Background: an optimization exercise with open tools, aiming at small area and a short achievable clock period. Do not read the settings as production practice. The RTL was checked by simulation tests, not by an equivalence proof against the original design. Power figures rest on the tool's default switching activity, not on a simulated workload.

==> inputs of 03-10 <==
Design tally_fmul, start of the top module:
module tally_fmul (
    input  wire        clk,
    input  wire        rst,         
    input  wire        in_valid,
    input  wire [31:0] in_a,
    input  wire [31:0] in_b,
    input  wire [2:0]  in_rm,       
    output reg         out_valid,
    output reg  [31:0] out_res,
    output reg  [4:0]  out_flags    
);
export LEC_CHECK = 0
export CAP_MARGIN = 20
export CORE_MARGIN = 2
export CORE_UTILIZATION = 55
export CTS_CLUSTER_DIAMETER = 100
export CTS_CLUSTER_SIZE = 16
export SLEW_MARGIN = 20
create_clock -name core_clock -period 18.0 [get_ports {clk}]
standard.sh (not shown) runs the stock make flow with config.mk's settings and CLKGATE_MAP_FILE= SYNTH_SCRIPT=/design/flow/synth_recipe.tcl, a recipe that flattens the netlist after the stock synthesis.
==> flow/flow/run.sh <==
#!/bin/bash
set -euo pipefail
WORK=$(cd "$(dirname "$0")/.." && pwd)
cd "$WORK"
R=$WORK/orfs/results/sky130hd/tally_fmul/base
LIB=$FLOW_HOME/platforms/sky130hd/lib/sky130_fd_sc_hd__tt_025C_1v80.lib
MARGIN=${MARGIN:-13.4}

bash standard.sh synth > "$WORK/log_synth.txt" 2>&1
cp "$R/1_2_yosys.v" "$R/1_2_yosys_standard.v"
python3 "$WORK/flow/fixpol.py" "$LIB" "$R/1_2_yosys_standard.v" "$R/1_2_yosys.v" > "$WORK/log_fixpol.txt" 2>&1
rm -f "$R/1_synth.odb" "$R/1_synth.sdc"

bash standard.sh "BUFFER_PORTS_ARGS=-buffer_cell sky130_fd_sc_hd__buf_2" \
    "SETUP_SLACK_MARGIN=$MARGIN" \
    finish > "$WORK/log_layout.txt" 2>&1
test -f "$WORK/out/final.def"
Other scripts of this flow, unchanged in this note and not shown: flow/flow/fixpol.py
==> 07-26 (differences from 03-10) <==
--- a/flow/flow/run.sh
+++ b/flow/flow/run.sh
@@ -13,3 +13,3 @@
 
-bash standard.sh "BUFFER_PORTS_ARGS=-buffer_cell sky130_fd_sc_hd__buf_2" \
+bash standard.sh "BUFFER_PORTS_ARGS=-buffer_cell sky130_fd_sc_hd__buf_1" \
     "SETUP_SLACK_MARGIN=$MARGIN" \
--- a/flow/config.mk
+++ b/flow/config.mk
@@ -9,5 +9,5 @@
 export CORE_MARGIN = 2
-export CORE_UTILIZATION = 55
+export CORE_UTILIZATION = 40
 export CTS_CLUSTER_DIAMETER = 100
-export CTS_CLUSTER_SIZE = 16
+export CTS_CLUSTER_SIZE = 20
 export SLEW_MARGIN = 20
==> 08-23 (differences from 03-10) <==
--- a/flow/flow/run.sh
+++ b/flow/flow/run.sh
@@ -6,3 +6,3 @@
 LIB=$FLOW_HOME/platforms/sky130hd/lib/sky130_fd_sc_hd__tt_025C_1v80.lib
-MARGIN=${MARGIN:-13.4}
+MARGIN=${MARGIN:-13.5}
 
--- a/flow/config.mk
+++ b/flow/config.mk
@@ -9,3 +9,3 @@
 export CORE_MARGIN = 2
-export CORE_UTILIZATION = 55
+export CORE_UTILIZATION = 40
 export CTS_CLUSTER_DIAMETER = 100
==> qor.txt <==
Critical R2R Launch = b0[20]
fmax = 217 MHz
Die H = 222 um
Setup Skew = 22.7 ps
first-pass GRT wire length = 133000 um
Gate power share = 0.722
final instance area = 0.0299 sq mm
seq pwr = 945 uW
met1 usage = 0.433
Hold Path Origin = rc1[0]
worst rel slew slack = 0.240
worst skew pair latency = 580 ps
share of layout cells above drive strength 1 = 0.153
placed insts = 3385
Reg2Reg Capture Point = sd1
status = complete, no violations
Worst Path Arrival = 1010 ps
GRT Total Usage = 0.355
Final WS setup = 13390 ps
worst slew pin tran = 1130 ps
Source of the figures above: 03-10

==> qor.txt <==
Setup Skew = 30.3 ps
worst rel slew slack = 0.377
status = complete, no violations
first-pass GRT wire length = 134000 um
Final WS setup = 13390 ps
placed insts = 3634
GRT Total Usage = 0.257
Worst Path Arrival = 1010 ps
share of layout cells above drive strength 1 = 0.130
worst slew pin tran = 925 ps
fmax = 217 MHz
worst skew pair latency = 570 ps
Source of the figures above: 07-26

==> qor.txt <==
status = complete, no violations
Reg2Reg Capture Point = sd1
seq pwr = 952 uW
Critical R2R Launch = b0[20]
fmax = 218 MHz
GRT Total Usage = 0.267
worst skew pair latency = 580 ps
Hold Path Origin = sg1
Setup Skew = 34.5 ps
placed insts = 3627
share of layout cells above drive strength 1 = 0.172
met1 usage = 0.322
worst rel slew slack = 0.283
Source of the figures above: 08-23

==> afterwards: timing with drivers on the ports <==
No port has a modelled driver above. Below, the same layouts with a new extraction and two added sets of constraints. Step 1, drivers: a clkbuf_16 drives clk and a buf_2 each remaining input, both assumed. Step 2 moves the port delays by t, midway between the first and last clock arrival at a register: inputs arrive t later, outputs are due t later. That takes back most of the time a late clock gives input paths. a / b / c = ideal ports / drivers / drivers and shift; a / b = the first two.
run	t (ns)	slack for setup (ns)	pins driven straight from the clock port
03-10	0.630	13.386 / 13.324 / 13.426	1
07-26	0.619	13.393 / 13.329 / 13.433	1
08-23	0.627	13.411 / 13.349 / 13.520	1
After both steps setup and hold are still met in every run listed.
